Background: an optimization exercise with open tools, aiming at small area, a short achievable clock period and few clock cycles per item. Do not read the settings as production practice.
RTL that was checked went through simulation tests only; none was proved equivalent to the original.

== run 1 ==
## scr_engine
module scr_engine (
    input  wire        clk,
    input  wire        rst,
    input  wire        cfg_we,
    input  wire [3:0]  cfg_addr,
    input  wire [31:0] cfg_wdata,
    input  wire        in_valid,
    output reg         in_ready,
    input  wire [14:0] in_x,
    input  wire [17:0] in_y,
    input  wire [7:0]  in_value,
    input  wire [1:0]  in_tag,
    input  wire [1:0]  in_fmt,
    output reg         tone_re,
    output wire [10:0] tone_addr0,
    output wire [10:0] tone_addr1,
    input  wire [15:0] tone_rdata0,
    input  wire [15:0] tone_rdata1,
    output reg         tile_re,
    output reg  [17:0] tile_addr,
    input  wire [15:0] tile_rdata,
    output reg         out_valid,
    output reg  [3:0]  out_code,
    output reg  [11:0] out_tone,
    output reg  [7:0]  out_base,
    output reg  [7:0]  out_slope
);
Size: about 920 flip-flops, ~210 I/O pins.
==> flow/config.mk <==
export PLATFORM = sky130hd
export DESIGN_NAME = scr_engine
export DESIGN_NICKNAME = scr_engine
export VERILOG_FILES = /design/flow/design.v
export SDC_FILE = /design/flow/constraint.sdc
export NUM_CORES = 4
export LEC_CHECK = 0
export ABC_AREA = 1
export CAP_MARGIN = 20
export CORE_MARGIN = 2
export CORE_UTILIZATION = 70
export CTS_BUF_LIST = sky130_fd_sc_hd__clkbuf_16
export CTS_CLUSTER_DIAMETER = 120
export CTS_CLUSTER_SIZE = 24
export SLEW_MARGIN = 20
==> flow/constraint.sdc <==
create_clock -name core_clock -period 110.0 [get_ports {clk}]
set_input_delay 22.0000 -clock core_clock [delete_from_list [all_inputs] [get_ports {clk}]]
set_output_delay 22.0000 -clock core_clock [all_outputs]
set_load 0.01 [all_outputs]
standard.sh (not shown) runs the stock make flow with config.mk's settings and CLKGATE_MAP_FILE= SYNTH_SCRIPT=/design/flow/synth_recipe.tcl, a recipe that flattens the netlist after the stock synthesis.
==> flow/flow/run.sh <==
#!/bin/bash
# The standard layout (standard.sh, all steps), except that the buffers
# placed on the input and output ports are buf_1 cells instead of the slow
# delay buffer buffer_ports picks by default. Each port still gets its own
# buffer; the clock, constraints and everything else are unchanged.
set -e
export BUFFER_PORTS_ARGS="-buffer_cell sky130_fd_sc_hd__buf_1"
bash standard.sh > standard.log 2>&1
The flow did not stop early for run 1: all stages ran, and the layout cleared the timing, design-rule and antenna checks.
Testbench counts of run 1, summed over its fixed seeds: cycles 31,609, items 30,805.
Edits applied to the flow inputs when going from run 1 to run 2:
Settings: putting GPL_ROUTABILITY_DRIVEN at 0 where nothing was set; swapping 120 for 90 in CTS_CLUSTER_DIAMETER; putting GPL_TIMING_DRIVEN at 0 where nothing was set; swapping 24 for 28 in CTS_CLUSTER_SIZE.
==> results.txt <==
From run 1 to run 2 the numbers moved as follows: routed via count went up by 1182; layout net count went up by 112; first-iteration DRC count went up by 6.7%; final worst-path cycle share was more or less identical. Utilization: run 2 vs run 1 up 1.0 points. Run 2 improves on run 1 in final critical-path setup slack.
Input changes introduced in run 3 (baseline for comparison: run 2):
Settings: removing GPL_TIMING_DRIVEN (formerly 0); removing GPL_ROUTABILITY_DRIVEN (formerly 0).
## What came out
Summary — routed wirelength normalized by instance count, run 3 relative to run 2: lower, by 1.5%.
For the sequential share of layout area, run 3 came in 0.48 points higher than run 2 did.
Summary of run 3 over run 2: starting DRC count in detailed routing decreased 483; signed area change from the synthesized netlist to the final layout decreased 1.2 points; shortest period the worst path allows increased 0.029 ns; worst setup timing slack at the placement stage increased 0.069 ns.
Any difference in fmax between run 3 and run 2 is small enough to ignore.
Inputs modified between run 3 and run 4:
Settings: CTS_CLUSTER_SIZE changed from 28 to 32; CTS_CLUSTER_DIAMETER changed from 90 to 80.
--- outcome ---
- First-pass GRT wire length essentially unchanged between run 3 and run 4.
- Run 4 against run 3: post-detailed-route count of antenna-violating nets comparable, portion of the layout cell area used by clock cells now larger, global route total overflow comparable, clock skew now smaller.

* * *

Another version of the RTL of scr_engine (not shown whole).
Size: ~860 flip-flops, roughly 210 I/O pins, roughly 53000 µm² of cells after synthesis.
export LEC_CHECK = 0
export CAP_MARGIN = 20
export CORE_MARGIN = 2
export CORE_UTILIZATION = 40
export SLEW_MARGIN = 20
create_clock -name core_clock -period 110.0 [get_ports {clk}]
run.sh (not shown) runs the stock make flow with config.mk's settings and CLKGATE_MAP_FILE= SYNTH_SCRIPT=/design/flow/synth_recipe.tcl, a recipe that flattens the netlist after the stock synthesis.
Stock flow here: none of the scripts above is used.
The first run finished with timing, DRC and antenna clean.
Change:
--- a/flow/config.mk
+++ b/flow/config.mk
@@ -7,0 +8 @@
+export ABC_AREA = 1
@@ -10 +11 @@
-export CORE_UTILIZATION = 40
+export CORE_UTILIZATION = 60
What happened: The changed run passed the timing, design-rule and antenna checks. Worst setup slack gets better by 110 ps. Core utilization goes up by 22 points.
Change:
--- a/flow/config.mk
+++ b/flow/config.mk
@@ -11,0 +12,2 @@
+export CTS_BUF_LIST = sky130_fd_sc_hd__clkbuf_8
+export CTS_CLUSTER_SIZE = 20
Result: The changed run went through all stages and came out clean. Design area is lower by about 0.44%. Sequential share of layout area is higher by 0.18 points. Critical path depth does not change.
Change:
--- a/flow/config.mk
+++ b/flow/config.mk
@@ -8 +7,0 @@
-export ABC_AREA = 1
Outcome: The changed run finished clean. Die area barely changes. Non-clock buffer count went down by 13. Register-to-register slack gets worse by 1000 ps. Worst setup slack gets worse by 64 ps.
No functional check of the RTL was part of any run of this note.

* * *

## TR
scr_engine, a different RTL version from the one above (not shown whole).
Size in the first run: about 5800 cells after synthesis, ~930 flip-flops, ~210 I/O pins, roughly 53000 µm² of cells after synthesis.
Design scr_engine, start of the top module:
module scr_engine (
    input  wire        clk,
    input  wire        rst,
    input  wire        cfg_we,
    input  wire [3:0]  cfg_addr,
    input  wire [31:0] cfg_wdata,
    input  wire        in_valid,
    output reg         in_ready,
    input  wire [14:0] in_x,
    input  wire [17:0] in_y,
    input  wire [7:0]  in_value,
    input  wire [1:0]  in_tag,
    input  wire [1:0]  in_fmt,
    output reg         tone_re,
    output wire [10:0] tone_addr0,
    output wire [10:0] tone_addr1,
    input  wire [15:0] tone_rdata0,
    input  wire [15:0] tone_rdata1,
    output reg         tile_re,
    output reg  [17:0] tile_addr,
    input  wire [15:0] tile_rdata,
    output reg         out_valid,
    output reg  [3:0]  out_code,
    output reg  [11:0] out_tone,
    output reg  [7:0]  out_base,
    output reg  [7:0]  out_slope
);
Settings: LEC_CHECK=0, ABC_AREA=1, CAP_MARGIN=20, CORE_MARGIN=2, CORE_UTILIZATION=80, CTS_BUF_LIST=sky130_fd_sc_hd__clkbuf_16, CTS_CLUSTER_DIAMETER=90, CTS_CLUSTER_SIZE=28, SLEW_MARGIN=20; clock period 110.0 ns.
standard.sh (not shown) runs the stock make flow with config.mk's settings and CLKGATE_MAP_FILE= SYNTH_SCRIPT=/design/flow/synth_recipe.tcl, a recipe that flattens the netlist after the stock synthesis.
==> flow/flow/run.sh <==
#!/bin/bash
# The standard layout (standard.sh, all steps), except that the buffers
# placed on the input and output ports are buf_2 cells instead of the slow
# delay buffer buffer_ports picks by default. Each port still gets its own
# buffer; the clock, constraints and everything else are unchanged.
set -e
export BUFFER_PORTS_ARGS="-buffer_cell sky130_fd_sc_hd__buf_2"
bash standard.sh > standard.log 2>&1
No stage failed in TR, and the final checks on the layout all came back clean.
Testbench counts of TR, summed over its fixed seeds: cycles 31,609, items 30,805.
Setup changes, TR to AL
# TR
export LEC_CHECK = 0
export ABC_AREA = 1
export CAP_MARGIN = 20
export CORE_MARGIN = 2
export CORE_UTILIZATION = 80
export CTS_BUF_LIST = sky130_fd_sc_hd__clkbuf_16
export CTS_CLUSTER_DIAMETER = 90
export CTS_CLUSTER_SIZE = 28
export SLEW_MARGIN = 20
create_clock -name core_clock -period 110.0 [get_ports {clk}]
# AL
export LEC_CHECK = 0
export ABC_AREA = 1
export CAP_MARGIN = 20
export CORE_MARGIN = 2
export CORE_UTILIZATION = 70
export CTS_BUF_LIST = sky130_fd_sc_hd__clkbuf_16
export CTS_CLUSTER_DIAMETER = 90
export CTS_CLUSTER_SIZE = 28
export SLEW_MARGIN = 20
create_clock -name core_clock -period 110.0 [get_ports {clk}]
## What came out
AL finished every stage and its layout cleared the timing, design-rule and antenna checks. AL vs TR: non-filler instance count after layout up slightly. | total wire length | higher: TR |. Clock transition at the registers of the reported paths of TR is on par with AL. AL against TR; number of global-route vias before repair is down by more than 10%. AL ended with more worst path setup slack after routing than TR.

-- port drivers added, routing unchanged --
No port has a modelled driver above. Below, the same layouts with a new extraction and two added sets of constraints.
Step 1 assumes that a clkbuf_16 drives the clock port and a buf_2 every other input.
Step 2 moves the port delays by t, midway between the first and last clock arrival at a register: inputs arrive t later, outputs are due t later. That takes back most of the time a late clock gives input paths.
a / b / c = no drivers / after step 1 / after step 2; a / b = the first two.
| run | t (ns) | slack for setup (ns) | worst hold slack (ns) | worst setup path at the end | cell pins on the clock port's net |
|---|---|---|---|---|---|
| run 1 | 0.699 | 86.810 / 86.741 / 86.927 | 0.322 / 0.322 / 0.322 | input to register | 1 |
| run 2 | 0.694 | 86.828 / 86.760 / 86.856 | 0.316 / 0.316 / 0.316 | input to register | 1 |
| run 3 | 0.709 | 86.799 / 86.725 / 86.963 | 0.332 / 0.332 / 0.332 | input to register | 1 |
| run 4 | 0.695 | 86.804 / 86.737 / 86.955 | 0.328 / 0.328 / 0.328 | input to register | 1 |
| the first run of note 2 | 0.758 | 86.339 / 86.267 / 86.499 | 0.325 / 0.325 / 0.325 | input to register | 1 |
| the second run of note 2 | 0.742 | 86.453 / 86.382 / 86.579 | 0.318 / 0.318 / 0.318 | input to register | 1 |
| the third run of note 2 | 0.876 | 86.302 / 86.236 / 86.548 | 0.323 / 0.323 / 0.323 | input to register | 1 |
| the fourth run of note 2 | 0.886 | 86.238 / 86.173 / 86.766 | 0.314 / 0.314 / 0.314 | input to register | 1 |
| TR | 0.724 | 86.727 / 86.648 / 87.129 | 0.333 / 0.333 / 0.333 | input to register | 1 |
| AL | 0.697 | 86.738 / 86.669 / 87.188 | 0.335 / 0.335 / 0.335 | input to register | 1 |
After both steps every run listed still meets setup and hold.
